What follows belongs to an exercise in optimizing a design on an open flow for small area; a production flow would make more cautious choices. Function was checked by simulation only, so behaviour that the tests miss may differ from the original. Power is estimated from default activity; no workload was simulated.

==> flow/design.v, too long to show whole: its modules and the start of the top module <==
// module yx_cvt32: 2076 lines
module yx_cvt32(clk, rst, in_valid, in_bits, in_code, in_ftz, in_sat, out_valid, out_bits, out_sat, out_flush);
  // ...
==> flow/flow/run.sh <==
#!/bin/bash
# The standard layout (bash standard.sh, the standard flow's own ORFS run) with these
# changes to how cells are chosen:
#  - the smallest buffer on every input and output port, not the one ORFS picks;
#  - the buffers ABC put in at synthesis are removed at floorplan (ORFS's
#    REMOVE_ABC_BUFFERS) instead of a timing repair there;
#  - after floorplan, flow/post_floorplan.tcl re-maps the combinational logic
#    for area (OpenROAD's restructure) and swaps any cell still sized up for
#    the smallest of the same function; the later repair steps size up again
#    wherever slew or timing needs it.
# Each tool's full output stays in orfs/logs/; make's own output goes to make.log.
set -euo pipefail
here=$(pwd)
export BUFFER_PORTS_ARGS="-buffer_cell sky130_fd_sc_hd__buf_1"
export REMOVE_ABC_BUFFERS=1
export POST_FLOORPLAN_TCL="$here/flow/post_floorplan.tcl"
# CTS as ORFS runs it, without the dummy loads it adds to balance the tree
export CTS_ARGS="-sink_clustering_enable -repair_clock_nets -buf_list sky130_fd_sc_hd__clkbuf_8 -dont_use_dummy_load"
bash standard.sh > make.log 2>&1
==> flow/flow/downsize.tcl <==
# Swap each combinational cell that synthesis sized up for the smallest cell
# of the same function (same name up to the drive-strength suffix) that the
# flow may use; the later repair steps size cells up again where timing or
# slew needs it. Registers, tie cells and tap cells are left alone.
set block [ord::get_db_block]
set db [ord::get_db]
set dont_use {}
if { [info exists ::env(DONT_USE_CELLS)] } { set dont_use $::env(DONT_USE_CELLS) }
array set best {}
foreach lib [$db getLibs] {
  foreach m [$lib getMasters] {
    set n [$m getName]
    if { ![regexp {^(sky130_fd_sc_hd__[a-z0-9]+)_([0-9]+)$} $n -> base drv] } { continue }
    if { [lsearch -exact $dont_use $n] >= 0 } { continue }
    if { [llength [get_lib_cells */$n]] == 0 } { continue }
    set a [expr { [$m getWidth] * [$m getHeight] }]
    if { ![info exists best($base)] || $a < [lindex $best($base) 1] } {
      set best($base) [list $n $a]
    }
  }
}
set swapped 0
foreach inst [$block getInsts] {
  set n [[$inst getMaster] getName]
  if { ![regexp {^(sky130_fd_sc_hd__[a-z0-9]+)_([0-9]+)$} $n -> base drv] } { continue }
  if { [regexp {__(df|dl|sdf|conb|tap|fill|decap|diode|clk)} $n] } { continue }
  if { ![info exists best($base)] } { continue }
  set to [lindex $best($base) 0]
  if { $to ne $n } {
    replace_cell [$inst getName] $to
    incr swapped
  }
}
puts "downsize: swapped $swapped cells for smaller ones of the same function"
==> flow/flow/filter_lib.py <==
#!/usr/bin/env python3
"""Copy a Liberty file without the cells named on the command line, so that
OpenROAD's restructure (which maps with ABC straight from a Liberty file and
does not read set_dont_use) cannot pick cells the platform marks don't-use.
usage: filter_lib.py in.lib out.lib cell [cell ...]"""
import re
import sys

src, dst, drop = sys.argv[1], sys.argv[2], set(sys.argv[3:])
cell_re = re.compile(r'^\s*cell\s*\(\s*"?([^")\s]+)"?\s*\)\s*\{')
skipping, depth = False, 0
with open(src) as fin, open(dst, "w") as fout:
    for line in fin:
        if not skipping:
            m = cell_re.match(line)
            if m and m.group(1) in drop:
                skipping, depth = True, 0
        if skipping:
            depth += line.count("{") - line.count("}")
            if depth <= 0:
                skipping = False
            continue
        fout.write(line)
==> flow/flow/post_floorplan.tcl <==
# Runs after ORFS's floorplan step (POST_FLOORPLAN_TCL). It only changes which
# cells implement the combinational logic; registers, ports and constraints
# stay as the standard synthesis left them.
#  1. remove the buffers ABC put in at synthesis;
#  2. re-map the combinational logic for area with OpenROAD's restructure
#     (ABC inside OpenROAD), which also checks the result against timing;
#  3. swap any cell that is still sized up for the smallest cell of the same
#     function (flow/downsize.tcl); later repair steps size up where needed.
remove_buffers
set rmp_dir [file join $::env(OBJECTS_DIR) rmp_work]
file mkdir $rmp_dir
# restructure maps from a Liberty file and ignores set_dont_use: give it a
# copy of the library without the don't-use cells.
set lib_file [file join $rmp_dir rmp.lib]
exec python3 [file join [file dirname [info script]] filter_lib.py] \
  [lindex $::env(LIB_FILES) 0] $lib_file {*}$::env(DONT_USE_CELLS)
set tielo [lindex $::env(TIELO_CELL_AND_PORT) 0]/[lindex $::env(TIELO_CELL_AND_PORT) 1]
set tiehi [lindex $::env(TIEHI_CELL_AND_PORT) 0]/[lindex $::env(TIEHI_CELL_AND_PORT) 1]
report_design_area
restructure -target area -liberty_file $lib_file -tielo_port $tielo -tiehi_port $tiehi \
  -work_dir $rmp_dir -abc_logfile [file join $rmp_dir abc.log]
report_design_area
source [file join [file dirname [info script]] downsize.tcl]
report_design_area
==> flow/standard.sh <==
#!/bin/bash
# synth_recipe.tcl (not shown) runs the flow's synth.tcl, then flattens the netlist and writes it again
# the make line also repeats each setting of config.mk as NAME=value (left out here)
make -C /OpenROAD-flow-scripts/flow DESIGN_CONFIG=/design/flow/config.mk WORK_HOME=/design/flow/orfs CLKGATE_MAP_FILE= SYNTH_SCRIPT=/design/flow/synth_recipe.tcl "${@:-finish}"
==> flow/config.mk <==
export PLATFORM = sky130hd
export DESIGN_NAME = yx_cvt32
export DESIGN_NICKNAME = yx_cvt32
export VERILOG_FILES = /design/flow/design.v
export SDC_FILE = /design/flow/constraint.sdc
export NUM_CORES = 4
export LEC_CHECK = 0
export ABC_AREA = 1
export CAP_MARGIN = 10
export CORE_MARGIN = 2
export CORE_UTILIZATION = 40
export CTS_BUF_LIST = sky130_fd_sc_hd__clkbuf_8
export GPL_TIMING_DRIVEN = 0
export SLEW_MARGIN = 10
==> flow/constraint.sdc <==
create_clock -name core_clock -period 16.0 [get_ports {clk}]
set_input_delay 3.2000 -clock core_clock [delete_from_list [all_inputs] [get_ports {clk}]]
set_output_delay 3.2000 -clock core_clock [all_outputs]
set_load 0.01 [all_outputs]
==> impl_metrics.csv, run 1 <==
group,metric,value,unit
critical_path,path_max_fanout,20,
global_route,gr-usage-met2,32.97,%
die,fp.dieArea,14130,µm²
pwr,leakagePower,1.316,nW
cells_and_area,final_area,4338,µm²
detailed_routing,via_per_inst,6.021,
logic_synthesis,postSynthCellCount,872,
clock_network,cts.reportedPaths.clkPinSlew,0.07,ns
logic_synthesis,synth_top_family_by_area,"simple AND/OR/NAND/NOR gates",
pwr,cellPowerDensity,87.48,nW/µm²
worst_hold_path,hold_end,"out_valid$_SDFF_PP0_",
logic_synthesis,ys_seq_area_share,13.28,%
logic_synthesis,synth_top_area_share,16.64,%
logic_synthesis,synthAdderAreaFrac,7.397,%
flow_run,maxCapViolations,0,
sta,rsz0062_at_grt,"no",
sta,setup-violations-final,0,
logic_synthesis,synth_xor_area_share,3.153,%
pwr,switchingPower,0.0001806,W
detailed_routing,route.met3.wl,1412,µm
cells_and_area,mostFrequentLayoutCells,"81 x clkinv_1, 75 x buf_1, 75 x o21ai_0",
pwr,p_seq,0.000105,W
outcome,status,"no timing/DRC/antenna violations",
cells_and_area,largest_class,"multi-input gates",
cells_and_area,top_register,"out_bits",
cells_and_area,seq_cell_count,35,
placed_design,dp_hpwl,12230,µm
cells_and_area,drive_gt1_share,3.058,%
global_route,grt_max_degree,27,
sta,tns,0,ns
clock_network,cts-buffers-inserted,5,
cells_and_area,area_growth,-17.80,%
detailed_routing,route.detailed.drc,0,
placed_design,placed_area,4239,µm²
worst_hold_path,hold_depth,2,
logic_synthesis,yosys.area.top_type,"nand2_1",
clock_network,cts.htree.levels,2,
logic_synthesis,yosysMostFrequentCell,"nand2_1",
cells_and_area,final_common_cell,"clkinv_1",
pwr,p_comb,0.000217,W
==> run 2: changes to the inputs <==
==> flow/flow/run.sh (replaced) <==
#!/bin/bash
# The standard layout (bash standard.sh) with the combinational logic
# re-mapped for area between synthesis and floorplan:
#  1. the standard synthesis, unchanged (bash standard.sh synth);
#  2. Yosys re-maps its combinational cells with ABC's area mapper
#     (flow/remap.ys) from a copy of the platform library without the cells
#     it marks don't-use; the registers stay the synthesis's own instances;
#  3. the rest of the standard flow from that netlist, with the smallest
#     buffer on every input and output port and the synthesis buffers removed
#     at floorplan (ORFS's REMOVE_ABC_BUFFERS) instead of a timing repair,
#     and no dummy loads in the clock tree.
# Each tool's full output is kept: ORFS's in orfs/logs/, make's in
# make_synth.log and make.log, Yosys's re-map in remap/yosys.log.
set -euo pipefail
here=$(pwd)
export BUFFER_PORTS_ARGS="-buffer_cell sky130_fd_sc_hd__buf_1"
export REMOVE_ABC_BUFFERS=1
# CTS as ORFS runs it, without the dummy loads it adds to balance the tree
export CTS_ARGS="-sink_clustering_enable -repair_clock_nets -buf_list sky130_fd_sc_hd__clkbuf_8 -dont_use_dummy_load"

bash standard.sh synth > make_synth.log 2>&1

res="$here/orfs/results/$FLOW_PLATFORM/yx_cvt32/base"
query() {
  make -s -C "$FLOW_HOME" DESIGN_CONFIG="$here/config.mk" WORK_HOME="$here/orfs" "print-$1" \
    | sed -n "s/^$1: //p"
}
lib=$(query LIB_FILES)
dont_use=$(query DONT_USE_CELLS)
mkdir -p remap
python3 flow/filter_lib.py $lib remap/remap.lib $dont_use
cp "$res/1_2_yosys.v" remap/standard_synth.v
yosys -l remap/yosys.log -q -s flow/remap.ys > /dev/null 2>&1
rm -f abc.history
cp remap/remapped.v "$res/1_2_yosys.v"

bash standard.sh > make.log 2>&1
==> flow/flow/remap.ys (new file) <==
# Re-map the combinational logic of the standard synthesis netlist for area,
# with ABC's area-oriented mapper (amap) at a higher effort than ORFS uses.
# The registers stay the very instances the standard synthesis made: their
# cell is read as a black box, so they keep their names and cell type.
read_liberty -ignore_miss_func remap/remap.lib
blackbox sky130_fd_sc_hd__dfxtp_1
read_verilog -overwrite remap/standard_synth.v
hierarchy -top yx_cvt32
flatten
opt_clean -purge
abc -liberty remap/remap.lib -script +strash;dch,-f;amap,-F,100,-A,400,-C,5000
opt_clean -purge
hilomap -singleton -hicell sky130_fd_sc_hd__conb_1 HI -locell sky130_fd_sc_hd__conb_1 LO
opt_clean -purge
stat -liberty remap/remap.lib
select yx_cvt32
write_verilog -noattr -noexpr -nohex -nodec -selected remap/remapped.v
removed: flow/flow/downsize.tcl
removed: flow/flow/post_floorplan.tcl
==> run 2 against run 1 <==
Worst setup slack improved by 0.13 ns; via count increased by 6.0%; non-clock buffer count decreased by 1; combinational power about the same; flip-flop and latch count unchanged.
==> impl_metrics.csv, run 2 <==
group,metric,value,unit
placed_design,placedCellCount,786,
global_route,met1_usage,45.23,%
clock_network,cts.htree.levels,2,
sta,worstMarginPinSlew,1.349,ns
sta,worst_hold_slack,3.061,ns
cells_and_area,final_nets,726,
cells_and_area,fin_cells,791,
pwr,totalPowerFinal,0.0003800,W
sta,period_share,92.00,%
die,fp.dieArea,9914,µm²
pwr,leakagePower,1.324,nW
global_route,grt-ovfl-total,0,
cells_and_area,fillers,959,
worst_hold_path,min_path_type,"in2reg",
placed_design,dp_hpwl,13150,µm
sta,tns,0,ns
clock_network,post_cts_buffers,0,
critical_path,max_stage_delay,1.08,ns
logic_synthesis,netlist_area,3654,µm²
detailed_routing,vias,5272,
detailed_routing,dr.pass1.iters,9,
cells_and_area,area_growth,14.49,%
worst_hold_path,hold_depth,2,
clock_network,hold_buffers,0,
placed_design,gp_congestion,1.080,
detailed_routing,avgRoutedWirePerCell,20.96,µm
die,rows,34,
cells_and_area,largest_reg_flops,32,
cells_and_area,drive_gt1_share,2.050,%
sta,period_minus_slack,14.72,ns
critical_path,critPathSlowestCell,"a2111oi_0",
critical_path,arrival,14.92,ns
detailed_routing,via_per_inst,6.665,
cells_and_area,mostFrequentLayoutCells,"87 x o21ai_0, 86 x nor2_1, 80 x clkinv_1",
cells_and_area,top_register,"out_bits",
detailed_routing,drtIter0Drc,678,
global_route,antenna_found_initial,0,
global_route,grt_max_degree,28,
die,io_pins,76,
critical_path,path_max_fanout,24,
detailed_routing,drtAntennaViolNets,0,
die,core_area,8806,µm²
critical_path,crit_type,"in2reg",
detailed_routing,route.detailed.drc,0,
clock_network,cts.reportedPaths.clkPinSlew,0.08,ns
critical_path,cp-end-kind,"register",
clock_network,root_buffer,"clkbuf_8",
sta,timing_hold_violations_final,0,
global_route,grt_use_total,33.05,%
global_route,grt_pass1_vias,4787,
sta,setup-violations-final,0,
global_route,gr-usage-met2,52.18,%
logic_synthesis,avgSynthCellArea,6.069,µm²
logic_synthesis,postSynthCellCount,602,
die,dieHeight,99.57,µm
global_route,use_met3,7.449,%
cells_and_area,final_common_cell,"o21ai_0",
pwr,cellPowerDensity,90.86,nW/µm²
die,fp.dieW,99.57,µm
sta,slew_violations,0,
global_route,gr-max-usage-layer,"met2",
clock_network,cts_resized,0,
clock_network,cts_tree,"yes",
clock_network,cts.sink_count,35,
sta,rsz0062_at_grt,"no",
global_route,grt_pass1_wl,25760,µm
clock_network,clockBufferDepth,2,
detailed_routing,routed_wl,16580,µm
critical_path,cp-start-kind,"input pin",
placed_design,io_buffer_count,75,
flow_run,maxCapViolations,0,
cells_and_area,antenna_cells,0,
outcome,status,"no timing/DRC/antenna violations",
clock_network,cts-buffers-inserted,5,
pwr,peakVddDrop,0.04490,mV
critical_path,worstPathRequired,16.20,ns
sta,fmax,67.93,MHz
die,start_util,41.49,%
sta,slew_headroom,7.729,%
logic_synthesis,ys_warn_count,1,
## run 2: changes by cell type in the layout (fill, tap and decap cells not counted), sizes merged, moves of 7 or more
cell and change:
o22a -9, nand2 +32, o22ai -13, nor2 +17, o21a -7, a2bb2oi -10, o21ai +9, a21oi +24
xnor2 -9
## run 2: final timing paths
kind / slack [ns] / endpoint / startpoint
max: 1.28 / out_bits[29]$_DFF_P_ / in_code[2]
min: 3.06 / out_valid$_SDFF_PP0_ / rst
## run 2: metal layers
metal,up-vias,share of wire [%]
met5,-,0
met3,52,12
met2,375,44
met4,0,2.9
li1,2460,-
met1,2385,41
## run 2: final cells by class
cell class              instances  area [µm²]  share of cell area (%)
clock buffers                   5       68.82                   1.645
inverters                      82       315.3                   7.538
multi-input cells             485        2670                   63.83
flip-flops and latches         35       700.7                   16.75
well taps                     108       135.1                   3.231
repair buffers                 76       292.8                   7.000
## run 2: report_power, final
group	internal, W	switching, W
sequential	0.000101	0.00000336
clock	0.0000280	0.0000296
combinational	0.0000620	0.000156
total	0.000191	0.000189
## run 2: metrics by stage
stage	worst slack (ns)	instance area [µm²]	utilization, %
2_1_floorplan	3.351	3654	-
3_3_place_gp	-0.8006	4070	46.22
3_5_place_dp	0.6505	4091	46.46
4_1_cts	0.8818	4160	47.24
5_1_grt	0.1816	4183	47.50
6_report	1.280	4183	47.50
## run 2: worst max-delay path: cells and delay by family
kind	cells	cell delay [ns]
buffers and inverters	8	2.64
and+or+nand+nor	19	3.22
AOI/OAI and AO/OA	14	5.85

## static timing again, ports no longer ideal
Ports are ideal in the flow. The routed layouts listed here were re-timed in OpenROAD. Step 1, drivers: a clkbuf_16 drives clk and a buf_2 each remaining input, both assumed. Step 2 also shifts input and output timing later by t, the mid clock arrival at the registers, as if the neighbouring blocks saw the same clock. Slacks: ideal / step 1 / step 2; pairs: ideal / step 1.
run | t (ns) | slack for setup (ns) | hold WS [ns]
run 1 | 0.319 | 1.152 / 1.159 / 0.840 | 3.060 / 3.047 / 3.366
run 2 | 0.319 | 1.280 / 1.291 / 0.972 | 3.061 / 3.053 / 3.371
After both steps every run listed still meets setup and hold. For run 1, which loses most, drivers alone change the setup slack by +0.007 ns; drivers and shift together by -0.312 ns.
